Background: an optimization exercise with open tools, aiming at small area, a short achievable clock period and few clock cycles. Do not read the settings as production practice.
Only simulation tests tie the RTL to the original design; equivalence was not proved.
No activity file was given, so power comes from the tool's default toggle rates.

--- flow/run.sh ---
#!/bin/bash
# synth_recipe.tcl (not shown) runs the flow's synth.tcl, then flattens the netlist and writes it again
# the make line also repeats each setting of config.mk as NAME=value (left out here)
make -C /OpenROAD-flow-scripts/flow DESIGN_CONFIG=/design/flow/config.mk WORK_HOME=/design/flow/orfs CLKGATE_MAP_FILE= SYNTH_SCRIPT=/design/flow/synth_recipe.tcl finish
--- flow/config.mk ---
export PLATFORM = sky130hd
export DESIGN_NAME = cle_exec
export DESIGN_NICKNAME = cle_exec
export VERILOG_FILES = /design/flow/design.v
export SDC_FILE = /design/flow/constraint.sdc
export NUM_CORES = 4
export LEC_CHECK = 0
export CAP_MARGIN = 20
export CORE_MARGIN = 2
export CORE_UTILIZATION = 40
export PLACE_DENSITY = 0.6
export SLEW_MARGIN = 20
--- flow/constraint.sdc ---
create_clock -name core_clock -period 16.5 [get_ports {clk}]
set_input_delay 3.3000 -clock core_clock [delete_from_list [all_inputs] [get_ports {clk}]]
set_output_delay 3.3000 -clock core_clock [all_outputs]
set_load 0.01 [all_outputs]
--- flow/design.v ---
module cle_div (
    input  wire [30:0] rem,
    input  wire [1:0]  bits_in,
    input  wire [30:0] d,
    input  wire [32:0] d3,           
    output wire [30:0] rem_next,
    output wire [1:0]  q
);
    wire [32:0] n  = {rem, bits_in};
    wire [33:0] t1 = {1'b0, n} - {3'b000, d};
    wire [33:0] t2 = {1'b0, n} - {2'b00, d, 1'b0};
    wire [33:0] t3 = {1'b0, n} - {1'b0, d3};
    wire        g1 = ~t1[33];
    wire        g2 = ~t2[33];
    wire        g3 = ~t3[33];
    assign q        = g3 ? 2'd3 : g2 ? 2'd2 : g1 ? 2'd1 : 2'd0;
    assign rem_next = g3 ? t3[30:0] : g2 ? t2[30:0] : g1 ? t1[30:0] : n[30:0];
endmodule
module cle_exec (
    input  wire               clk,
    input  wire               rst,
    input  wire               start,
    output wire               ready,
    output reg                done,
    input  wire signed [31:0] x,
    input  wire signed [31:0] s,
    input  wire signed [31:0] r_in,
    input  wire        [30:0] slew,
    input  wire        [30:0] in_fs,
    input  wire               reverse,
    input  wire signed [15:0] kp,
    input  wire signed [15:0] ki,
    input  wire signed [15:0] kff,
    input  wire signed [15:0] u0,
    input  wire        [3:0]  kp_sh,
    input  wire        [3:0]  ki_sh,
    input  wire        [3:0]  kff_sh,
    input  wire signed [15:0] out_min,
    input  wire signed [15:0] out_max,
    input  wire signed [39:0] i_in,
    output reg                tbl_rd,
    output reg         [4:0]  tbl_k,
    input  wire        [31:0] tbl_lo,
    input  wire        [31:0] tbl_hi,
    output wire signed [31:0] r_out,
    output wire signed [39:0] i_out,
    output reg  signed [15:0] out,
    output reg                sat,
    output reg                clamped,
    output reg                ramping
);
    reg         busy;
    reg  [25:1] st;
    reg         ph_dx, ph_a, ph_f, ph_g, ph_b;
    assign ready = ~busy;
    reg        [30:0] fs;
    reg        [32:0] fs3;
    reg               rev;
    reg  signed [15:0] omin, omax, u0r;
    reg         [3:0] psh, ish, fsh;
    reg  signed [39:0] ir;           
    assign i_out = ir;
    reg  signed [32:0] rr;           
    reg  signed [31:0] sr;           
    reg         [30:0] slr;
    reg                up;
    assign r_out = rr[31:0];
    reg  [30:0] remx;
    reg  [17:0] qx, qr;              
    reg         xs, rs;
    reg  [1:0]  xb, rb;
    wire [30:0] remr = sr[30:0];
    wire [30:0] remx_n, remr_n;
    wire [1:0]  qdx, qdr;
    cle_div u_dx (.rem(remx), .bits_in(xb), .d(fs), .d3(fs3), .rem_next(remx_n), .q(qdx));
    cle_div u_dr (.rem(remr), .bits_in(rb), .d(fs), .d3(fs3), .rem_next(remr_n), .q(qdr));
    wire signed [15:0] xq = qx[15:0];
    wire signed [15:0] e  = qx[15:0];
    wire signed [15:0] rq = qr[15:0];
    wire        [11:0] fr  = remx[11:0];
    wire        [31:0] mI  = sr;
    wire        [31:0] mP  = {slr, up};
    wire signed [23:0] mG  = fs3[23:0];
    wire signed [16:0] dgi = remx[30:14];
    reg  [17:0] kpr, kir;
    reg  [15:0] kffr;
    reg         pb, ib, gb;
    reg  [29:0] gpa;                 
    reg  [27:0] gia;                 
    reg  [37:0] Pacc, Iacc;          
    reg  dipos, dineg, satpi, tnz, ilo, ihi, dlo, dhi;
    wire signed [32:0] s33   = {sr[31], sr};
    wire signed [34:0] rr35  = {{2{rr[32]}}, rr};
    wire signed [34:0] s35   = {{3{sr[31]}}, sr};
    wire signed [34:0] sl35  = {4'd0, slr};
    wire signed [33:0] dsr   = {rr[32], rr} - {s33[32], s33};
    wire               up_n  = dsr[33];                        
    wire signed [34:0] ov_up = rr35 + sl35 - s35;              
    wire signed [34:0] ov_dn = rr35 + ~sl35 + ~s35 + 35'sd1;   
    wire signed [32:0] r_up  = rr + {2'b00, slr};
    wire signed [32:0] r_dn  = rr - {2'b00, slr};
    wire               take_s = (slr == 31'd0) | (up_n ? ~ov_up[34] : ov_dn[34]);
    wire               sel_up = ~take_s & up_n;
    wire               sel_dn = ~take_s & ~up_n;
    wire signed [31:0] r_new  = (sr & {32{take_s}}) | (r_up[31:0] & {32{sel_up}}) |
                                (r_dn[31:0] & {32{sel_dn}});
    wire        [31:0] r_abs  = r_new ^ {32{r_new[31]}};
    function [15:0] qfix(input [17:0] q, input sg);
        reg signed [17:0] v;
        begin
            v = $signed({sg, q[16:1] ^ {16{sg}}}) + $signed({17'd0, q[0] ^ sg});
            if (q[17])
                qfix = sg ? 16'h8000 : 16'h7FFF;
            else if (~v[17] & (v[16] | v[15]))
                qfix = 16'h7FFF;
            else if (v[17] & ~(v[16] & v[15]))
                qfix = 16'h8000;
            else
                qfix = v[15:0];
        end
    endfunction
    wire signed [15:0] xq_n  = qfix(qx, xs);
    wire signed [15:0] rq_n  = qfix(qr, rs);
    wire signed [16:0] d_rx  = {rq[15], rq} - {xq[15], xq};
    wire signed [16:0] d_xr  = {xq[15], xq} - {rq[15], rq};
    wire signed [16:0] ep    = rev ? d_xr : d_rx;
    wire signed [16:0] en    = rev ? d_rx : d_xr;
    wire        ep_hi = ~ep[16] & ep[15];                     
    wire        ep_lo = ep[16] & ~ep[15];                     
    wire        en_hi = ~en[16] & en[15] & (|en[14:0]);       
    wire signed [15:0] e_new = ep_hi ? 16'sh7FFF : ep_lo ? 16'sh8000 : ep[15:0];
    wire        [15:0] a_new = ep[16] ? (en_hi ? 16'h8000 : en[15:0])
                                      : (ep_hi ? 16'h7FFF : ep[15:0]);
    wire        [4:0]  k_new = a_new[15] ? 5'd31 : a_new[14:10];
    wire        [10:0] f_new = a_new[15] ? 11'd1024 : {1'b0, a_new[9:0]};
    wire [29:0] gpa_n;
    wire [27:0] gia_n;
    wire [37:0] Pacc_n, Iacc_n;
    wire signed [16:0] dgp_n = $signed({1'b0, tbl_hi[15:0]})  - $signed({1'b0, tbl_lo[15:0]});
    wire signed [16:0] dgi_n = $signed({1'b0, tbl_hi[31:16]}) - $signed({1'b0, tbl_lo[31:16]});
    wire [31:0] e32 = {{16{e_new[15]}}, e_new};
    cle_booth3 #(.W(30), .MW(24)) u_gp (.acc(gpa), .ext(30'd0), .m(mG),  .bits({fr[5:0], gb}), .sum(gpa_n));
    cle_booth3 #(.W(28), .MW(17)) u_gi (.acc(gia), .ext(28'd0), .m(dgi), .bits({fr[5:0], gb}), .sum(gia_n));
    cle_booth3 #(.W(38), .MW(32)) u_bP (.acc(Pacc), .ext(38'd0), .m(mP),
                                        .bits({kpr[5:0], pb}), .sum(Pacc_n));
    cle_booth3 #(.W(38), .MW(32)) u_bI (.acc(Iacc), .ext(38'd0), .m(mI),
                                        .bits({kir[5:0], ib}), .sum(Iacc_n));
    wire signed [43:0] Sv = {slr, up, gia[11:0]};          
    wire signed [43:0] Dv = {sr, fs[11:0]};                
    wire signed [40:0] Xv = {gpa[22:0], remx[17:0]};       
    wire signed [43:0] Iv = {{4{ir[39]}}, ir};
    wire signed [35:0] sh_in  = st[15] ? {{20{rq[15]}}, rq} :
                                st[19] ? {Pacc[29:0], kpr[17:12]} : {Iacc[29:0], kir[17:12]};
    wire        [3:0]  sh_amt = st[15] ? fsh : st[19] ? psh : ish;
    wire signed [43:0] sh_ext = {{8{sh_in[35]}}, sh_in};
    wire signed [43:0] sh_out = sh_ext <<< sh_amt;
    wire signed [43:0] add_a = st[19] ? {{13{u0r[15]}}, u0r, 15'd0} :
                               st[21] ? Dv : Sv;
    wire signed [43:0] add_b = (st[19] | st[20]) ? {{3{Xv[40]}}, Xv} :
                               st[22] ? Dv : Iv;
    wire signed [44:0] add_y = {add_a[43], add_a} + {add_b[43], add_b};
    wire s_out40 = ~((&Sv[43:39]) | ~(|Sv[43:39]));
    wire d_out40 = ~((&Dv[43:39]) | ~(|Dv[43:39]));
    function [1:0] lim(input signed [29:0] ch, input c_nz, input signed [15:0] m);
        reg inr;
        reg lt, eq;
        begin
            inr = (&ch[29:15]) | ~(|ch[29:15]);
            lt  = $signed(ch[15:0]) < m;
            eq  = ch[15:0] == m;
            if (!inr) lim = ch[29] ? 2'b01 : 2'b10;
            else      lim = {~lt & ~(eq & ~c_nz), lt};
        end
    endfunction
    wire signed [29:0] tq  = {gpa[23:0], remx[17:12]};     
    wire signed [29:0] l_c = st[21] ? {{5{ir[39]}}, ir[39:15]} :
                             st[22] ? {Dv[43], Dv[43:15]} : tq;
    wire               l_z = st[21] ? |ir[14:0] : st[22] ? |Dv[14:0] : tnz;
    wire [1:0] fl_t = lim(l_c, l_z, omin);
    wire [1:0] fh_t = lim(l_c, l_z, omax);
    wire keep = (dipos & fh_t[1]) | (dineg & fl_t[0]);
    wire lo_gt_hi = omin > omax;
    wire signed [39:0] lo40 = {{9{omin[15]}}, omin, 15'd0};
    wire signed [39:0] hi40 = {{9{omax[15]}}, omax, 15'd0};
    wire        c_lo = keep ? ilo : dlo;
    wire        c_hi = keep ? ihi : dhi;
    wire signed [39:0] c_v = keep ? ir : Dv[39:0];
    wire signed [39:0] I_n = c_lo ? (lo_gt_hi ? hi40 : lo40) : (c_hi ? hi40 : c_v);
    wire signed [28:0] ah   = Dv[43:15];
    wire        ah_ok   = (&ah[28:15]) | ~(|ah[28:15]);       
    wire        ah_top  = ah_ok & ~ah[15] & (&ah[14:0]);      
    wire        ah_hi   = ~ah_ok & ~ah[28];                   
    wire        ah_lo   = ~ah_ok & ah[28];                    
    wire signed [15:0] u_inc = ah[15:0] + {15'd0, Dv[14]};
    wire signed [15:0] u_n  = (ah_hi | (ah_top & Dv[14])) ? 16'sh7FFF : ah_lo ? 16'sh8000 : u_inc;
    wire        sat_acc = ah_lo | ah_hi | (ah_top & (Dv[14:0] != 15'd0));
    wire        u_max   = ah_hi | (ah_top & Dv[14]);
    wire signed [17:0] ul_d = $signed({ah[15], ah[15], ah[15:0]}) + $signed({17'd0, Dv[14]}) -
                              $signed({omin[15], omin[15], omin});
    wire signed [17:0] uh_d = $signed({ah[15], ah[15], ah[15:0]}) + $signed({17'd0, Dv[14]}) -
                              $signed({omax[15], omax[15], omax});
    wire        u_lt    = u_max ? 1'b0 : ah_lo ? (omin != 16'sh8000) : ul_d[17];
    wire        u_gt    = u_max ? (omax != 16'sh7FFF) : ah_lo ? 1'b0 : (~uh_d[17] & (|uh_d));
    wire signed [15:0] o_n  = u_lt ? (lo_gt_hi ? omax : omin) : (u_gt ? omax : u_n);
    always @(posedge clk) begin
        if (rst) begin
            busy   <= 1'b0;
            done   <= 1'b0;
            tbl_rd <= 1'b0;
            st     <= 25'd0;
            ph_dx  <= 1'b0;
            ph_a   <= 1'b0;
            ph_f   <= 1'b0;
            ph_g   <= 1'b0;
            ph_b   <= 1'b0;
        end else begin
            done <= 1'b0;
            st   <= {st[24:1], 1'b0};
            if (!busy) begin
                fs      <= in_fs;
                rev     <= reverse;
                omin    <= out_min;
                omax    <= out_max;
                u0r     <= u0;
                psh     <= kp_sh;
                ish     <= ki_sh;
                fsh     <= kff_sh;
                ir      <= i_in;
                rr      <= {r_in[31], r_in};
                sr      <= s;
                slr     <= slew;
                kpr     <= {{2{kp[15]}}, kp};
                kir     <= {{2{ki[15]}}, ki};
                kffr    <= kff;
                xs      <= x[31];
                remx    <= {2'b00, x[30:2] ^ {29{x[31]}}};
                xb      <= x[1:0] ^ {2{x[31]}};
                if (start) begin
                    busy <= 1'b1;
                    st   <= 25'd1;
                end
            end else begin
                if (st[1])  ph_dx <= 1'b1;
                if (st[10]) ph_dx <= 1'b0;
                if (st[12]) ph_a  <= 1'b1;
                if (st[15]) ph_a  <= 1'b0;
                if (st[15]) ph_f  <= 1'b1;
                if (st[18]) ph_f  <= 1'b0;
                if (st[13]) ph_g  <= 1'b1;
                if (st[15]) ph_g  <= 1'b0;
                if (st[15]) ph_b  <= 1'b1;
                if (st[18]) ph_b  <= 1'b0;
                if (st[1]) begin
                    fs3     <= {2'b00, fs} + {1'b0, fs, 1'b0};
                    rr      <= {r_new[31], r_new};
                    ramping <= ~take_s;
                    rs      <= r_new[31];
                    sr      <= {3'd0, r_abs[30:2]};
                    rb      <= r_abs[1:0];
                end
                if (ph_dx) begin
                    remx <= remx_n;
                    qx   <= {qx[15:0], qdx};
                    xb   <= {xs, xs};
                end
                if (ph_dx) begin
                    sr[30:0] <= remr_n;
                    qr <= {qr[15:0], qdr};
                    rb <= {rs, rs};
                end
                if (st[11]) begin
                    qx[15:0] <= xq_n;
                    qr[15:0] <= rq_n;
                end
                if (st[12]) begin
                    {slr, up}  <= e32;
                    sr         <= e32;
                    remx[11:0] <= {1'b0, f_new};
                    tbl_k  <= k_new;
                    tbl_rd <= 1'b1;
                    Pacc   <= 38'd0;
                    Iacc   <= 38'd0;
                    pb     <= 1'b0;
                    ib     <= 1'b0;
                    gb     <= 1'b0;
                end
                if (st[13]) begin
                    gpa          <= {4'd0, tbl_lo[15:0], 10'd0};
                    gia          <= {2'd0, tbl_lo[31:16], 10'd0};
                    fs3[23:0]    <= {{7{dgp_n[16]}}, dgp_n};
                    remx[30:14]  <= dgi_n;
                    tbl_rd    <= 1'b0;
                end
                if (ph_a) begin
                    if (st[15]) begin
                        {slr, up} <= {Pacc_n[19:0], kpr[17:6]};
                        sr   <= {Iacc_n[19:0], kir[17:6]};
                        kpr  <= {2'b00, gpa_n[19:4]};
                        kir  <= {2'b00, gia_n[19:4]};
                        Pacc <= 38'd2048;
                        Iacc <= 38'd2048;
                        pb   <= 1'b0;
                        ib   <= 1'b0;
                    end else begin
                        Pacc <= {{6{Pacc_n[37]}}, Pacc_n[37:6]};
                        kpr  <= {Pacc_n[5:0], kpr[17:6]};
                        pb   <= kpr[5];
                        Iacc <= {{6{Iacc_n[37]}}, Iacc_n[37:6]};
                        kir  <= {Iacc_n[5:0], kir[17:6]};
                        ib   <= kir[5];
                    end
                end
                if (ph_g) begin
                    gpa <= {{6{gpa_n[29]}}, gpa_n[29:6]};
                    gia <= {{6{gia_n[27]}}, gia_n[27:6]};
                    remx[11:0] <= {6'd0, fr[11:6]};
                    gb <= fr[5];
                end
                if (st[15]) begin
                    gpa         <= 30'd0;
                    gb          <= 1'b0;
                    remx[17:0]  <= {{2{kffr[15]}}, kffr};
                    fs3[23:0]   <= sh_out[23:0];
                end
                if (ph_f) begin
                    gpa        <= {{6{gpa_n[29]}}, gpa_n[29:6]};
                    remx[17:0] <= {gpa_n[5:0], remx[17:6]};
                    gb         <= remx[5];
                end
                if (ph_b) begin
                    Pacc <= {{6{Pacc_n[37]}}, Pacc_n[37:6]};
                    kpr  <= {Pacc_n[5:0], kpr[17:6]};
                    pb   <= kpr[5];
                    Iacc <= {{6{Iacc_n[37]}}, Iacc_n[37:6]};
                    kir  <= {Iacc_n[5:0], kir[17:6]};
                    ib   <= kir[5];
                end
                if (st[19]) {gpa[22:0], remx[17:0]} <= add_y[40:0];
                if (st[19]) {slr, up, gia[11:0]} <= sh_out;
                if (st[20]) begin
                    {slr, up, gia[11:0]} <= add_y[43:0];
                    {sr, fs[11:0]}       <= sh_out;
                    satpi <= s_out40;
                end
                if (st[21]) begin
                    ilo   <= fl_t[0];
                    ihi   <= fh_t[1];
                    {sr, fs[11:0]} <= add_y[43:0];
                    satpi <= satpi | d_out40;
                    dipos <= ~Dv[43] & (|Dv);
                    dineg <= Dv[43];
                end
                if (st[22]) begin
                    dlo <= fl_t[0];
                    dhi <= fh_t[1];
                    {gpa[23:0], remx[17:12]} <= add_y[44:15];
                    tnz <= |add_y[14:0];
                end
                if (st[23]) ir <= I_n;
                if (st[24]) {sr, fs[11:0]} <= add_y[43:0];
                if (st[25]) begin
                    out     <= o_n;
                    clamped <= (o_n != u_n);
                    sat     <= satpi | sat_acc;
                    done    <= 1'b1;
                    busy    <= 1'b0;
                end
            end
        end
    end
endmodule
module cle_booth #(parameter W = 20, parameter MW = 16) (
    input  wire [W-1:0]  acc,
    input  wire [MW-1:0] m,
    input  wire [4:0]    bits,
    output wire [W-1:0]  sum
);
    wire [W-1:0] mx = {{(W-MW){m[MW-1]}}, m};
    wire         n0 = bits[2] & ~(bits[1] & bits[0]);
    wire         t0 = (bits[2:0] == 3'b011) | (bits[2:0] == 3'b100);
    wire         z0 = (bits[2:0] == 3'b000) | (bits[2:0] == 3'b111);
    wire         n1 = bits[4] & ~(bits[3] & bits[2]);
    wire         t1 = (bits[4:2] == 3'b011) | (bits[4:2] == 3'b100);
    wire         z1 = (bits[4:2] == 3'b000) | (bits[4:2] == 3'b111);
    wire [W-1:0] m0 = t0 ? {mx[W-2:0], 1'b0} : mx;
    wire [W-1:0] m1 = t1 ? {mx[W-2:0], 1'b0} : mx;
    wire [W-1:0] a0 = z0 ? {W{1'b0}} : (n0 ? ~m0 : m0);
    wire [W-1:0] a1 = z1 ? {W{1'b0}} : (n1 ? ~m1 : m1);
    wire         c0 = n0 & ~z0;
    wire         c1 = n1 & ~z1;
    assign sum = acc + a0 + {a1[W-3:0], 2'b00} + {{(W-3){1'b0}}, c1, 1'b0, c0};
endmodule
module cle_booth3 #(parameter W = 24, parameter MW = 17) (
    input  wire [W-1:0]  acc,
    input  wire [W-1:0]  ext,
    input  wire [MW-1:0] m,
    input  wire [6:0]    bits,
    output wire [W-1:0]  sum
);
    wire [W-1:0] mx = {{(W-MW){m[MW-1]}}, m};
    wire [W-1:0] m2 = {mx[W-2:0], 1'b0};
    wire [2:0]   b0 = bits[2:0];
    wire [2:0]   b1 = bits[4:2];
    wire [2:0]   b2 = bits[6:4];
    wire         n0 = b0[2] & ~(b0[1] & b0[0]);
    wire         n1 = b1[2] & ~(b1[1] & b1[0]);
    wire         n2 = b2[2] & ~(b2[1] & b2[0]);
    wire         z0 = (b0 == 3'b000) | (b0 == 3'b111);
    wire         z1 = (b1 == 3'b000) | (b1 == 3'b111);
    wire         z2 = (b2 == 3'b000) | (b2 == 3'b111);
    wire         t0 = (b0 == 3'b011) | (b0 == 3'b100);
    wire         t1 = (b1 == 3'b011) | (b1 == 3'b100);
    wire         t2 = (b2 == 3'b011) | (b2 == 3'b100);
    wire [W-1:0] a0 = z0 ? {W{1'b0}} : ((t0 ? m2 : mx) ^ {W{n0}});
    wire [W-1:0] a1 = z1 ? {W{1'b0}} : ((t1 ? m2 : mx) ^ {W{n1}});
    wire [W-1:0] a2 = z2 ? {W{1'b0}} : ((t2 ? m2 : mx) ^ {W{n2}});
    wire         c0 = n0 & ~z0;
    wire         c1 = n1 & ~z1;
    wire         c2 = n2 & ~z2;
    assign sum = acc + ext + a0 + {a1[W-3:0], 2'b00} + {a2[W-5:0], 4'b0000} +
                 {{(W-5){1'b0}}, c2, 1'b0, c1, 1'b0, c0};
endmodule
==> flow_metrics.tcl, run 1 <==
set metrics [dict create \
    worst_slew_pin_slew_ns 1.38 \
    period_needed_ns 7.89 \
    clkSinkCount 571 \
    required_ns 17.01 \
    overflow 0 \
    yosys.area_share.simple 0.139 \
    synth_cell_types 103 \
    antenna_left 0 \
    power_density_mw_per_mm2 146 \
    crit_chain "nand2_1, nor2_2, buf_4, a221oi_1, fa_1, fa_1, fa_1, inv_1, fa_1, a21o_1, a21oi_1, o21ai_0, nor2b_1, a221oi_1, a31oi_1, a211o_1, nor4_1, nor3_1, a221o_1, xnor2_1, nand2_1, o21ai_0" \
    final_cell_mix "945 x nor2_1, 828 x ha_1, 815 x a21oi_1" \
    grt_max_degree 74 \
    port-buffer-count 472 \
    wirelength_mm 466 \
    vdd_drop_max_v 0.000251 \
    cpMaxStageDelayCell "a221oi_1" \
    rr_worst_depth 22 \
    synthCells 9952 \
    dr.pass1.iters 6 \
    hpwl_mm 369 \
    finalHoldViolCount 0 \
    initial_core_util 0.401 \
    criticalPathCategory "reg -> reg" \
    cp-start-kind "flip-flop" \
    slew_headroom 0.0698 \
    synth_fa_ha_area_frac 0.206 \
    coreArea_sq_mm 0.204 \
    seq_area_frac_synth 0.206 \
    cp_max_fo 22 \
    p_leak_nw 38.1 \
    cts_made_buffers 82 \
    layout_setup_ws_ns 8.61 \
    grt_first_pass_wirelength_mm 634 \
    drt-vias-per-instance 6.58 \
    finClkSkew_ns 0.0642 \
    post_dp_cell_area_sq_mm 0.0899 \
    die_w_um 456 \
    synth-async-reset-ratio 0 \
    gp_congestion 1.06 \
    maxSlewViolCount 0 \
    area_delta_synth_final_pct 13.4 \
    synth_top_family_by_area "compound AO/OA/AOI/OAI gates" \
    rsz0062_at_grt "false" \
    max-cap-violations 0 \
    use_met2 0.641 \
    avgSynthCellArea_sq_um 8.23 \
    fin_nets 11600 \
    root_buffer "clkbuf_16" \
    drive_gt1_frac 0.0590 \
    postCtsSetupRepairBufs 0 \
    cts_tree "built" \
    critical_path.max_stage_delay_ns 0.76 \
    syn_area_sq_mm 0.0819 \
    grt_usage 0.430 \
    fin_util 0.455 \
    fin_crit_sh 0.478 \
    ff2ff_setup_slack_ns 8.61 \
    die_y_um 456 \
    via_count 84800 \
    grt_pass1_vias 80200 \
    clockBufferDepth 3 \
    drt_drc_violations_left 0 \
    wl_per_cell_um 36.1 \
    busiest_layer "met2" \
    cts_hold_buf 0 \
    num_rows 166 \
    critPathCaptureType "flip-flop" \
    synth_compound_area_frac 0.263 \
    ys_warn_count 1 \
    place_ws_ns 8.78 \
    clkTransAtPathRegs_ns 0.06 \
    met1_usage 0.529 \
    crit_start "remx[0]" \
    final_cell_area_sq_mm 0.0929 \
    antenna_found_initial 53 \
    muxShareOfSynthArea 0.0397 \
    drt-initial-drc-count 11000 \
    grt_use_met3 0.0992 \
    syn_nets 11500 \
    setup_viol 0 \
    status "complete, no violations" \
    arrival_ns 8.40 \
    critPathCapture "gpa[25]" \
    cts_resized 0 \
    io_pins 473 \
    mostFrequentLayoutCell "nor2_1" \
    worst_skew_pair.late_latency_ns 0.79 \
    cpMostUsedCell "fa_1" \
    fmax_ghz 0.127 \
    hp-class "reg -> reg" \
    finalPower_mw 13.6 \
    htreeDepth 3 \
    r2r-end "gpa[25]" \
    synth-seq-cells 571 \
    synth-edff-count 539 \
    die_area_sq_mm 0.208 \
    ys.flop_type "edfxtp_1" \
    timing.setup.tns_ns 0 \
    timing.rr.start "remx[0]" \
    synthXorXnorAreaFrac 0.0886 \
]
==> layout make-up <==
class                      count  area [sq um]
multi-input combinational   8121         60800
clock inverter                59           793
clock buffer                  94          2110
antenna                       12          30.0
fill                       20200        111000
sequential                   571         16800
tap                         2688          3360
timing repair buffer         731          6670
inverter                     606          2280
==> kinds of logic (layout without fill, tap and decap cells) <==
group | after synthesis | count (layout)
XOR/XNOR | 828 | 828
multiplexers | 315 | 315
AND/OR/NAND/NOR | 2502 | 2502
flip-flops | 571 | 571
adder cells (fa/ha/maj) | 1155 | 1155
AO/OA/AOI/OAI | 3321 | 3321
other | 0 | 12
buffers and inverters | 1260 | 1490
==> how the worst min path moves through the flow <==
stage	start	endpoint	slack, ns	cells after the start
finish	st[18]	ph_b	0.43	1
global route	st[18]	ph_b	0.46	1
CTS	st[18]	ph_b	0.44	1
detailed placement	st[18]	ph_b	0.43	1
global placement	st[18]	ph_b	0.43	1
floorplan	st[18]	ph_b	0.41	1
==> Yosys cell counts (35+ instances only) <==
| library cell | count | area share |
|---|---|---|
| nor3_1 | 153 | 0.0094 |
| o22ai_1 | 111 | 0.0085 |
| o31ai_1 | 42 | 0.0039 |
| o21bai_1 | 59 | 0.0054 |
| nand2_1 | 657 | 0.030 |
| nand2b_1 | 114 | 0.0087 |
| nand4_1 | 77 | 0.0059 |
| a21oi_1 | 824 | 0.050 |
| and3_1 | 66 | 0.0050 |
| fa_1 | 326 | 0.080 |
| edfxtp_1 | 539 | 0.20 |
| nor2b_1 | 88 | 0.0067 |
| o21ai_0 | 800 | 0.049 |
| o211ai_1 | 85 | 0.0078 |
| nand3_1 | 155 | 0.0095 |
| a22oi_1 | 277 | 0.025 |
| o221ai_1 | 62 | 0.0066 |
| a211o_1 | 35 | 0.0037 |
| and2_1 | 38 | 0.0029 |
| a221o_1 | 74 | 0.0090 |
| nor4_1 | 56 | 0.0043 |
| a31oi_1 | 111 | 0.0085 |
| a21o_1 | 212 | 0.019 |
| a211oi_1 | 138 | 0.013 |
| mux2_2 | 52 | 0.0072 |
| a221oi_1 | 86 | 0.0092 |
| mux2i_1 | 258 | 0.032 |
| nor2_1 | 963 | 0.044 |
| inv_1 | 602 | 0.028 |
| ha_1 | 828 | 0.13 |
| xnor2_1 | 348 | 0.037 |
| clkbuf_1 | 548 | 0.025 |
| xor2_1 | 480 | 0.051 |
| buf_1 | 87 | 0.0040 |
| o21a_1 | 89 | 0.0082 |
==> per-stage QoR <==
| stage | cells | hold WS (ns) |
|---|---|---|
| floorplan | 9952 | 0.409 |
| global placement | 12700 | 0.428 |
| detailed placement | 12700 | 0.435 |
| CTS | 12900 | 0.443 |
| global route | 12900 | 0.458 |
| finish | 12900 | 0.433 |
==> sequential cells by signal, summed over array words and instances (netlist names), 16 cells and up <==
name / count
qx: 18
fs3: 33
omin: 16
kpr: 18
rr: 32
kffr: 16
omax: 16
gpa: 27
sr: 32
st: 25
slr: 31
kir: 18
gia: 27
Pacc: 32
qr: 18
u0r: 16
Iacc: 32
remx: 31
ir: 40
out: 16
fs: 31
==> routing by layer <==
layer	part of all wire	wire length (um)	vias up
li1	-	-	36700
met1	0.38	178000	41700
met2	0.42	196000	5069
met3	0.097	44900	1306
met4	0.10	47200	26
met5	0.00034	156	-
==> power breakdown <==
part,switching [mW],internal (mW)
clock,0.866,1.15
sequential,0.200,1.72
combinational,6.33,3.33
total,7.40,6.20
==> critical path: cells and delay by family, from the launching register on <==
kind | cells | cell delay [ns]
buffers and inverters | 2 | 0.48
XOR/XNOR | 1 | 0.12
adder cells (fa/ha/maj) | 4 | 1.94
AND/OR/NAND/NOR | 6 | 1.73
AO/OA/AOI/OAI | 9 | 2.61
flip-flops | 1 | 0.71
Testbench counts, summed over its fixed seeds: cycles 66,624.
==> run 2, diff against run 1 <==
--- a/flow/design.v
+++ b/flow/design.v
@@ -50,7 +50,7 @@
     output reg                ramping
 );
     reg         busy;
-    reg  [25:1] st;
+    reg  [24:1] st;
     reg         ph_dx, ph_a, ph_f, ph_g, ph_b;
     assign ready = ~busy;
     reg        [30:0] fs;
@@ -74,7 +74,6 @@
     wire [1:0]  qdx, qdr;
     cle_div u_dx (.rem(remx), .bits_in(xb), .d(fs), .d3(fs3), .rem_next(remx_n), .q(qdx));
     cle_div u_dr (.rem(remr), .bits_in(rb), .d(fs), .d3(fs3), .rem_next(remr_n), .q(qdr));
-    wire signed [15:0] xq = qx[15:0];
     wire signed [15:0] e  = qx[15:0];
     wire signed [15:0] rq = qr[15:0];
     wire        [11:0] fr  = remx[11:0];
@@ -121,8 +120,8 @@
     endfunction
     wire signed [15:0] xq_n  = qfix(qx, xs);
     wire signed [15:0] rq_n  = qfix(qr, rs);
-    wire signed [16:0] d_rx  = {rq[15], rq} - {xq[15], xq};
-    wire signed [16:0] d_xr  = {xq[15], xq} - {rq[15], rq};
+    wire signed [16:0] d_rx  = {rq_n[15], rq_n} - {xq_n[15], xq_n};
+    wire signed [16:0] d_xr  = {xq_n[15], xq_n} - {rq_n[15], rq_n};
     wire signed [16:0] ep    = rev ? d_xr : d_rx;
     wire signed [16:0] en    = rev ? d_rx : d_xr;
     wire        ep_hi = ~ep[16] & ep[15];                     
@@ -149,15 +148,15 @@
     wire signed [43:0] Dv = {sr, fs[11:0]};                
     wire signed [40:0] Xv = {gpa[22:0], remx[17:0]};       
     wire signed [43:0] Iv = {{4{ir[39]}}, ir};
-    wire signed [35:0] sh_in  = st[15] ? {{20{rq[15]}}, rq} :
-                                st[19] ? {Pacc[29:0], kpr[17:12]} : {Iacc[29:0], kir[17:12]};
-    wire        [3:0]  sh_amt = st[15] ? fsh : st[19] ? psh : ish;
+    wire signed [35:0] sh_in  = st[14] ? {{20{rq[15]}}, rq} :
+                                st[18] ? {Pacc[29:0], kpr[17:12]} : {Iacc[29:0], kir[17:12]};
+    wire        [3:0]  sh_amt = st[14] ? fsh : st[18] ? psh : ish;
     wire signed [43:0] sh_ext = {{8{sh_in[35]}}, sh_in};
     wire signed [43:0] sh_out = sh_ext <<< sh_amt;
-    wire signed [43:0] add_a = st[19] ? {{13{u0r[15]}}, u0r, 15'd0} :
-                               st[21] ? Dv : Sv;
-    wire signed [43:0] add_b = (st[19] | st[20]) ? {{3{Xv[40]}}, Xv} :
-                               st[22] ? Dv : Iv;
+    wire signed [43:0] add_a = st[18] ? {{13{u0r[15]}}, u0r, 15'd0} :
+                               st[20] ? Dv : Sv;
+    wire signed [43:0] add_b = (st[18] | st[19]) ? {{3{Xv[40]}}, Xv} :
+                               st[21] ? Dv : Iv;
     wire signed [44:0] add_y = {add_a[43], add_a} + {add_b[43], add_b};
     wire s_out40 = ~((&Sv[43:39]) | ~(|Sv[43:39]));
     wire d_out40 = ~((&Dv[43:39]) | ~(|Dv[43:39]));
@@ -173,9 +172,9 @@
         end
     endfunction
     wire signed [29:0] tq  = {gpa[23:0], remx[17:12]};     
-    wire signed [29:0] l_c = st[21] ? {{5{ir[39]}}, ir[39:15]} :
-                             st[22] ? {Dv[43], Dv[43:15]} : tq;
-    wire               l_z = st[21] ? |ir[14:0] : st[22] ? |Dv[14:0] : tnz;
+    wire signed [29:0] l_c = st[20] ? {{5{ir[39]}}, ir[39:15]} :
+                             st[21] ? {Dv[43], Dv[43:15]} : tq;
+    wire               l_z = st[20] ? |ir[14:0] : st[21] ? |Dv[14:0] : tnz;
     wire [1:0] fl_t = lim(l_c, l_z, omin);
     wire [1:0] fh_t = lim(l_c, l_z, omax);
     wire keep = (dipos & fh_t[1]) | (dineg & fl_t[0]);
@@ -207,7 +206,7 @@
             busy   <= 1'b0;
             done   <= 1'b0;
             tbl_rd <= 1'b0;
-            st     <= 25'd0;
+            st     <= 24'd0;
             ph_dx  <= 1'b0;
             ph_a   <= 1'b0;
             ph_f   <= 1'b0;
@@ -215,7 +214,7 @@
             ph_b   <= 1'b0;
         end else begin
             done <= 1'b0;
-            st   <= {st[24:1], 1'b0};
+            st   <= {st[23:1], 1'b0};
             if (!busy) begin
                 fs      <= in_fs;
                 rev     <= reverse;
@@ -237,19 +236,19 @@
                 xb      <= x[1:0] ^ {2{x[31]}};
                 if (start) begin
                     busy <= 1'b1;
-                    st   <= 25'd1;
+                    st   <= 24'd1;
                 end
             end else begin
                 if (st[1])  ph_dx <= 1'b1;
                 if (st[10]) ph_dx <= 1'b0;
-                if (st[12]) ph_a  <= 1'b1;
-                if (st[15]) ph_a  <= 1'b0;
-                if (st[15]) ph_f  <= 1'b1;
-                if (st[18]) ph_f  <= 1'b0;
-                if (st[13]) ph_g  <= 1'b1;
-                if (st[15]) ph_g  <= 1'b0;
-                if (st[15]) ph_b  <= 1'b1;
-                if (st[18]) ph_b  <= 1'b0;
+                if (st[11]) ph_a  <= 1'b1;
+                if (st[14]) ph_a  <= 1'b0;
+                if (st[14]) ph_f  <= 1'b1;
+                if (st[17]) ph_f  <= 1'b0;
+                if (st[12]) ph_g  <= 1'b1;
+                if (st[14]) ph_g  <= 1'b0;
+                if (st[14]) ph_b  <= 1'b1;
+                if (st[17]) ph_b  <= 1'b0;
                 if (st[1]) begin
                     fs3     <= {2'b00, fs} + {1'b0, fs, 1'b0};
                     rr      <= {r_new[31], r_new};
@@ -269,10 +268,7 @@
                     rb <= {rs, rs};
                 end
                 if (st[11]) begin
-                    qx[15:0] <= xq_n;
-                    qr[15:0] <= rq_n;
-                end
-                if (st[12]) begin
+                    qr[15:0]   <= rq_n;
                     {slr, up}  <= e32;
                     sr         <= e32;
                     remx[11:0] <= {1'b0, f_new};
@@ -284,7 +280,7 @@
                     ib     <= 1'b0;
                     gb     <= 1'b0;
                 end
-                if (st[13]) begin
+                if (st[12]) begin
                     gpa          <= {4'd0, tbl_lo[15:0], 10'd0};
                     gia          <= {2'd0, tbl_lo[31:16], 10'd0};
                     fs3[23:0]    <= {{7{dgp_n[16]}}, dgp_n};
@@ -292,7 +288,7 @@
                     tbl_rd    <= 1'b0;
                 end
                 if (ph_a) begin
-                    if (st[15]) begin
+                    if (st[14]) begin
                         {slr, up} <= {Pacc_n[19:0], kpr[17:6]};
                         sr   <= {Iacc_n[19:0], kir[17:6]};
                         kpr  <= {2'b00, gpa_n[19:4]};
@@ -316,7 +312,7 @@
                     remx[11:0] <= {6'd0, fr[11:6]};
                     gb <= fr[5];
                 end
-                if (st[15]) begin
+                if (st[14]) begin
                     gpa         <= 30'd0;
                     gb          <= 1'b0;
                     remx[17:0]  <= {{2{kffr[15]}}, kffr};
@@ -335,14 +331,14 @@
                     kir  <= {Iacc_n[5:0], kir[17:6]};
                     ib   <= kir[5];
                 end
-                if (st[19]) {gpa[22:0], remx[17:0]} <= add_y[40:0];
-                if (st[19]) {slr, up, gia[11:0]} <= sh_out;
-                if (st[20]) begin
+                if (st[18]) {gpa[22:0], remx[17:0]} <= add_y[40:0];
+                if (st[18]) {slr, up, gia[11:0]} <= sh_out;
+                if (st[19]) begin
                     {slr, up, gia[11:0]} <= add_y[43:0];
                     {sr, fs[11:0]}       <= sh_out;
                     satpi <= s_out40;
                 end
-                if (st[21]) begin
+                if (st[20]) begin
                     ilo   <= fl_t[0];
                     ihi   <= fh_t[1];
                     {sr, fs[11:0]} <= add_y[43:0];
@@ -350,15 +346,15 @@
                     dipos <= ~Dv[43] & (|Dv);
                     dineg <= Dv[43];
                 end
-                if (st[22]) begin
+                if (st[21]) begin
                     dlo <= fl_t[0];
                     dhi <= fh_t[1];
                     {gpa[23:0], remx[17:12]} <= add_y[44:15];
                     tnz <= |add_y[14:0];
                 end
-                if (st[23]) ir <= I_n;
-                if (st[24]) {sr, fs[11:0]} <= add_y[43:0];
-                if (st[25]) begin
+                if (st[22]) ir <= I_n;
+                if (st[23]) {sr, fs[11:0]} <= add_y[43:0];
+                if (st[24]) begin
                     out     <= o_n;
                     clamped <= (o_n != u_n);
                     sat     <= satpi | sat_acc;
==> run 2 against run 1 <==
Net effect:
- final cell count fell by 0.22%
- core utilization rose by 0.11 points
- non-clock buffer count rose by 7
- combinational power fell by 1%
- synthesized area rose by 0.42%
- global-route usage fell by 0.26 points
- sequential share of layout area fell by 0.099 points
- power fell by 0.90%
- final area rose by 0.45%
- clock power barely moved
- via count rose by 0.49%
- critical path depth rose by 4
- critical path type unchanged
- highest routed layer unchanged
==> flow_metrics.tcl, run 2 <==
set metrics [dict create \
    gp_congestion 1.10 \
    multiInputGateArea_sq_mm 0.0612 \
    status "complete, no violations" \
    grt_pass1_vias 80400 \
    synth_fa_ha_area_frac 0.206 \
    maxSlewViolCount 0 \
    syn_area_sq_mm 0.0822 \
    slew_headroom 0.0793 \
    die_area_sq_mm 0.209 \
    ys.flop_type "edfxtp_1" \
    rsz0062_at_grt "false" \
    fin_nets 11600 \
    synth_top_area_frac 0.197 \
    io_pins 473 \
    final_cell_mix "830 x ha_1, 819 x o21ai_0, 803 x nor2_1" \
    synth_cell_types 101 \
    die_y_um 457 \
    drt-initial-drc-count 11600 \
    drt-vias-per-instance 6.63 \
    antenna_left 0 \
    drive_gt1_frac 0.0648 \
    max_flop_register "ir" \
    hpwl_mm 367 \
    coreArea_sq_mm 0.204 \
    avgSynthCellArea_sq_um 8.30 \
    synth_compound_area_frac 0.270 \
    grt_max_degree 108 \
    top_regs "ir (40), fs3 (33)" \
    setup_viol 0 \
    p_leak_nw 38.2 \
    cp-start-kind "flip-flop" \
    required_ns 17.02 \
    yosysMostFrequentCell "ha_1" \
    wl_per_cell_um 36.0 \
    initial_core_util 0.402 \
    die_w_um 457 \
    vdd_drop_max_v 0.000290 \
    synth.area.top_cells "edfxtp_1 20%, ha_1 13%, fa_1 7.9%" \
    criticalPathCategory "reg -> reg" \
    ys_top_cells_by_count "830 x ha_1, 827 x o21ai_0, 816 x nor2_1, 793 x a21oi_1, 690 x nand2_1" \
    postCtsSetupRepairBufs 0 \
    ys_warn_count 1 \
    root_buffer "clkbuf_16" \
    fillCellCount 20200 \
    worst_skew_pair.late_latency_ns 0.79 \
    num_rows 166 \
    cts_hold_buf 0 \
    mostFrequentLayoutCell "ha_1" \
    synthXorXnorAreaFrac 0.0884 \
    critPathCaptureType "flip-flop" \
    clkTransAtPathRegs_ns 0.07 \
    cts_made_buffers 84 \
    yosys.area_share.simple 0.132 \
    seq_area_frac_synth 0.204 \
    worst_slew_pin_slew_ns 1.37 \
    drt_drc_violations_left 0 \
    antenna_found_initial 51 \
    via_count 85200 \
    power_density_mw_per_mm2 144 \
    largest_register_ffs 40 \
    synth-edff-count 539 \
    finClkSkew_ns 0.0488 \
    synth-seq-cells 570 \
    post_dp_cell_area_sq_mm 0.0902 \
    ff_latch_area_sq_mm 0.0168 \
    hp-class "reg -> reg" \
    fmax_ghz 0.119 \
    overflow 0 \
    synthCells 9908 \
    layout_setup_ws_ns 8.08 \
    synth_top_cell_by_area "edfxtp_1" \
    final_cell_area_sq_mm 0.0933 \
    period_needed_ns 8.42 \
    arrival_ns 8.94 \
    clockBufferDepth 3 \
    wirelength_mm 463 \
    muxShareOfSynthArea 0.0424 \
    finalPower_mw 13.5 \
    grt_usage 0.428 \
    cts_resized 0 \
    dr.pass1.iters 8 \
    area_delta_synth_final_pct 13.5 \
    timing.setup.tns_ns 0 \
    finalHoldViolCount 0 \
    max-cap-violations 0 \
    synth-async-reset-ratio 0 \
    port-buffer-count 472 \
    cts_tree "built" \
    fin_crit_sh 0.510 \
    clkSinkCount 570 \
    cp_max_fo 47 \
    fin_util 0.456 \
    synth_top_family_by_area "compound AO/OA/AOI/OAI gates" \
    grt_first_pass_wirelength_mm 634 \
    syn_nets 11400 \
    htreeDepth 3 \
    place_ws_ns 8.29 \
]
==> run 2: power breakdown <==
part	switching [mW]	internal, mW	leakage (nW)
clock network	0.845	1.18	1.41
logic	6.25	3.28	31.5
registers	0.208	1.72	5.31
==> run 2: layout make-up <==
cell class	count	share of cell area
diodes	24	0.000644
flip-flops and latches	570	0.180
clock inverters	61	0.00794
inverters	579	0.0233
repair buffers	738	0.0727
multi-input cells	8101	0.656
clock buffers	93	0.0234
well taps	2688	0.0361
==> run 2: final timing paths <==
check             startpoint      to  slack, ns  cells past startpoint
setup / recovery          rs  slr[3]       8.08                     26
hold / removal        st[17]    ph_b       0.43                      1
setup reg to reg          rs  slr[3]       8.08                     26
hold reg to reg       st[17]    ph_b       0.43                      1
==> run 2: cell families (layout without fill, tap and decap cells) <==
kind of cell	Yosys count	after routing
flip-flops	570	570
adder cells (fa/ha/maj)	1156	1156
buffers and inverters	1237	1471
AND/OR/NAND/NOR	2368	2368
multiplexers	338	338
XOR/XNOR	829	829
other	0	24
AO/OA/AOI/OAI	3410	3410
==> run 2: critical path, stage by stage (launching register included) <==
cell and delay [ns]:
edfxtp_1 0.32, buf_4 0.39, xor2_1 0.20, ha_1 0.28, ha_1 0.30, and3_1 0.31, nand2_1 0.10, nor2_1 0.13
a31oi_1 0.09, o21ai_0 0.25, a21o_1 0.53, and2_1 0.52, a21oi_1 0.12, o22ai_1 0.50, inv_1 0.10, ha_1 0.42
nand3_1 0.15, o211ai_1 0.45, nand3_1 0.20, and4_1 0.25, or4_1 0.51, and3_1 0.42, o21ai_2 0.63, o21ai_0 0.32
a21oi_1 0.30, o221a_2 0.24, o2bb2ai_1 0.08
==> run 2: layer usage <==
metal,share of wire,wire [um],GRT usage
met2,0.41,192000,0.626
met3,0.10,46700,0.105
met4,0.10,46600,0.349
met1,0.38,178000,0.533
met5,0.00020,93,0
==> run 2: through the flow <==
stage          hold WS (ns)  std cells
6_report              0.428      12900
5_1_grt               0.452      12800
4_1_cts               0.434      12800
3_5_place_dp          0.425      12700
3_3_place_gp          0.410      12700
2_1_floorplan         0.409       9908
Testbench counts of run 2, summed over its fixed seeds: cycles 64,064.
==> run 3, diff against run 2 <==
--- a/flow/design.v
+++ b/flow/design.v
@@ -144,8 +144,8 @@
                                         .bits({kpr[5:0], pb}), .sum(Pacc_n));
     cle_booth3 #(.W(38), .MW(32)) u_bI (.acc(Iacc), .ext(38'd0), .m(mI),
                                         .bits({kir[5:0], ib}), .sum(Iacc_n));
-    wire signed [43:0] Sv = {slr, up, gia[11:0]};          
-    wire signed [43:0] Dv = {sr, fs[11:0]};                
+    wire signed [43:0] Sv = {Pacc, kpr[17:12]};            
+    wire signed [43:0] Dv = {Iacc, kir[17:12]};            
     wire signed [40:0] Xv = {gpa[22:0], remx[17:0]};       
     wire signed [43:0] Iv = {{4{ir[39]}}, ir};
     wire signed [35:0] sh_in  = st[14] ? {{20{rq[15]}}, rq} :
@@ -332,16 +332,16 @@
                     ib   <= kir[5];
                 end
                 if (st[18]) {gpa[22:0], remx[17:0]} <= add_y[40:0];
-                if (st[18]) {slr, up, gia[11:0]} <= sh_out;
+                if (st[18]) {Pacc, kpr[17:12]} <= sh_out;
                 if (st[19]) begin
-                    {slr, up, gia[11:0]} <= add_y[43:0];
-                    {sr, fs[11:0]}       <= sh_out;
+                    {Pacc, kpr[17:12]} <= add_y[43:0];
+                    {Iacc, kir[17:12]} <= sh_out;
                     satpi <= s_out40;
                 end
                 if (st[20]) begin
                     ilo   <= fl_t[0];
                     ihi   <= fh_t[1];
-                    {sr, fs[11:0]} <= add_y[43:0];
+                    {Iacc, kir[17:12]} <= add_y[43:0];
                     satpi <= satpi | d_out40;
                     dipos <= ~Dv[43] & (|Dv);
                     dineg <= Dv[43];
@@ -353,7 +353,7 @@
                     tnz <= |add_y[14:0];
                 end
                 if (st[22]) ir <= I_n;
-                if (st[23]) {sr, fs[11:0]} <= add_y[43:0];
+                if (st[23]) {Iacc, kir[17:12]} <= add_y[43:0];
                 if (st[24]) begin
                     out     <= o_n;
                     clamped <= (o_n != u_n);
==> run 3 against run 2 <==
Net effect:
- maximum frequency down 2.9%
- setup slack worse by 0.25 ns
- still clean on timing, DRC and antenna
- core utilization down 0.21 points
- largest cell class unchanged
- global-route usage shrank 4.2 points
==> flow_metrics.tcl, run 3 <==
set metrics [dict create \
    hp-class "reg -> reg" \
    final_cells 12800 \
    cts_tree "built" \
    seq_area_frac_synth 0.209 \
    wirelength_mm 419 \
    synth-edff-count 551 \
    ys.flop_type "edfxtp_1" \
    finalHoldViolCount 0 \
    post_dp_cell_area_sq_mm 0.0898 \
    slew_headroom 0.135 \
    postCtsSetupRepairBufs 0 \
    criticalPathCategory "reg -> reg" \
    io_pins 473 \
    fillCellCount 20100 \
    required_ns 17.05 \
    synth_top_cell_by_area "edfxtp_1" \
    fmax_ghz 0.115 \
    die_y_um 457 \
    max-cap-violations 0 \
    ys_warn_count 1 \
    ff_latch_area_sq_mm 0.0172 \
    timing.setup.tns_ns 0 \
    mostFrequentLayoutCell "nor2_1" \
    antenna_left 0 \
    worst_skew_pair.late_latency_ns 0.81 \
    gp_congestion 1.11 \
    ys_top_cells_by_count "871 x nor2_1, 824 x ha_1, 806 x a21oi_1, 786 x o21ai_0, 630 x nand2_1" \
    largest_register_ffs 40 \
    finClkSkew_ns 0.0632 \
    die_area_sq_mm 0.209 \
    clkSinkCount 582 \
    yosysMostFrequentCell "nor2_1" \
    grt_pass1_vias 77800 \
    final_cell_mix "855 x nor2_1, 824 x ha_1, 799 x a21oi_1" \
    worst_slew_pin_slew_ns 1.28 \
    root_buffer "clkbuf_16" \
    cts_made_buffers 84 \
    clockBufferDepth 3 \
    multiInputGateArea_sq_mm 0.0606 \
    arrival_ns 9.22 \
    num_rows 166 \
    max_flop_register "ir" \
    cts_hold_buf 0 \
    syn_nets 11400 \
    synth.area.top_cells "edfxtp_1 20%, ha_1 13%, fa_1 8.0%" \
    dp_cells 12600 \
    synthCells 9830 \
    die_w_um 457 \
    setup_viol 0 \
    fin_crit_sh 0.526 \
    grt_first_pass_wirelength_mm 584 \
    drt-initial-drc-count 11600 \
    final_cell_area_sq_mm 0.0928 \
    initial_core_util 0.402 \
    drt_drc_violations_left 0 \
    fin_util 0.454 \
    critPathCaptureType "flip-flop" \
    port-buffer-count 472 \
    layout_setup_ws_ns 7.82 \
    cp-start-kind "flip-flop" \
    p_leak_nw 37.9 \
    syn_area_sq_mm 0.0820 \
    avgSynthCellArea_sq_um 8.35 \
    area_delta_synth_final_pct 13.1 \
    place_ws_ns 8.04 \
    period_needed_ns 8.68 \
    via_count 83000 \
    synth_cell_types 103 \
    maxSlewViolCount 0 \
    top_regs "ir (40), Iacc (38), Pacc (38)" \
    whs_ns 0.454 \
    clkTransAtPathRegs_ns 0.06 \
    synth_top_area_frac 0.202 \
    htreeDepth 3 \
    overflow 0 \
    hpwl_mm 335 \
    status "complete, no violations" \
    rsz0062_at_grt "false" \
    vdd_drop_max_v 0.000207 \
    grt_max_degree 84 \
    finalPower_mw 13.5 \
    grt_usage 0.386 \
    dr.pass1.iters 7 \
    cp_max_fo 46 \
    synth-seq-cells 582 \
    antenna_found_initial 33 \
    drive_gt1_frac 0.0578 \
    coreArea_sq_mm 0.204 \
    fin_nets 11500 \
    synth-async-reset-ratio 0 \
    drt-vias-per-instance 6.50 \
    power_density_mw_per_mm2 145 \
    cts_resized 0 \
    wl_per_cell_um 32.8 \
]
## run 3: routing by layer
layer	global-route usage	routed length, um	up-vias
met2	0.569	175000	4925
met1	0.506	168000	40500
met5	0	294	-
met4	0.243	31400	18
met3	0.0939	43400	1069
li1	-	-	36500
## run 3: area by class of cell
| type | count | share of cell area |
|---|---|---|
| Sequential cell | 582 | 0.185 |
| Clock inverter | 60 | 0.00755 |
| Clock buffer | 97 | 0.0233 |
| Timing Repair Buffer | 709 | 0.0701 |
| Antenna cell | 12 | 0.000324 |
| Multi-Input combinational cell | 8028 | 0.653 |
| Tap cell | 2688 | 0.0363 |
| Inverter | 585 | 0.0237 |
## run 3: path summary, 6_finish.rpt
check	from	end	slack (ns)	cells after the start
max	rs	remx[1]	7.82	25
min	st[16]	st[17]	0.45	1
max reg2reg	rs	remx[1]	7.82	25
min reg2reg	st[16]	st[17]	0.45	1
## run 3: cells by family (layout without fill, tap and decap cells)
family                   count (synthesis)  after routing  share of synthesized area
flip-flops                             582            582                      0.209
other                                    0             12                          0
buffers and inverters                 1220           1451                     0.0568
XOR/XNOR                               823            823                     0.0880
adder cells (fa/ha/maj)               1150           1150                      0.205
AO/OA/AOI/OAI                         3342           3342                      0.266
multiplexers                           325            325                     0.0409
AND/OR/NAND/NOR                       2388           2388                      0.134
## run 3: report_power, final
group | internal (mW) | switching (mW)
sequential | 1.74 | 0.206
clock | 1.10 | 0.872
combinational | 3.27 | 6.30
total | 6.11 | 7.38
## run 3: critical path, cell delays in order (launching register included)
cell and delay (ns):
edfxtp_1 0.32, buf_4 0.40, nor4b_1 0.33, mux2_2 0.21
nand2_1 0.13, o21bai_1 0.28, nand2b_1 0.29, o31a_1 0.27
o22ai_1 0.21, a21o_1 0.44, and2_1 0.50, a21oi_1 0.12
o22ai_1 0.57, inv_1 0.11, ha_1 0.48, a21oi_1 0.15
o211ai_1 0.40, a31oi_1 0.28, a311oi_1 0.48, mux2i_1 0.13
buf_4 0.22, nor4_1 0.81, a221oi_1 0.19, o21ai_0 0.73
a21oi_1 0.15, o21a_1 0.20
Testbench counts of run 3, summed over its fixed seeds: cycles 64,064.

[port drivers added, routing unchanged]
Ports are ideal in the flow. The routed layouts listed here were re-timed in OpenROAD.
Step 1 (the two cells are an assumption about what drives the block):
set clk [get_ports {clk}]
set_driving_cell -lib_cell sky130_fd_sc_hd__clkbuf_16 $clk
set_driving_cell -lib_cell sky130_fd_sc_hd__buf_2 [delete_from_list [all_inputs] $clk]
Step 2, shift: input delay + t, output delay - t, t = (earliest + latest rising clock arrival at the registers) / 2. This alone moves slack from input paths to output paths.
a / b / c = no drivers / after step 1 / after step 2; a / b = the first two.
run	t, ns	setup slack, ns	worst setup path after step 2
run 1	0.869	8.610 / 8.610 / 8.610	register to register
run 2	0.860	8.077 / 8.077 / 8.077	register to register
run 3	0.853	7.824 / 7.824 / 7.824	register to register
After both steps setup and hold are still met in every run listed.
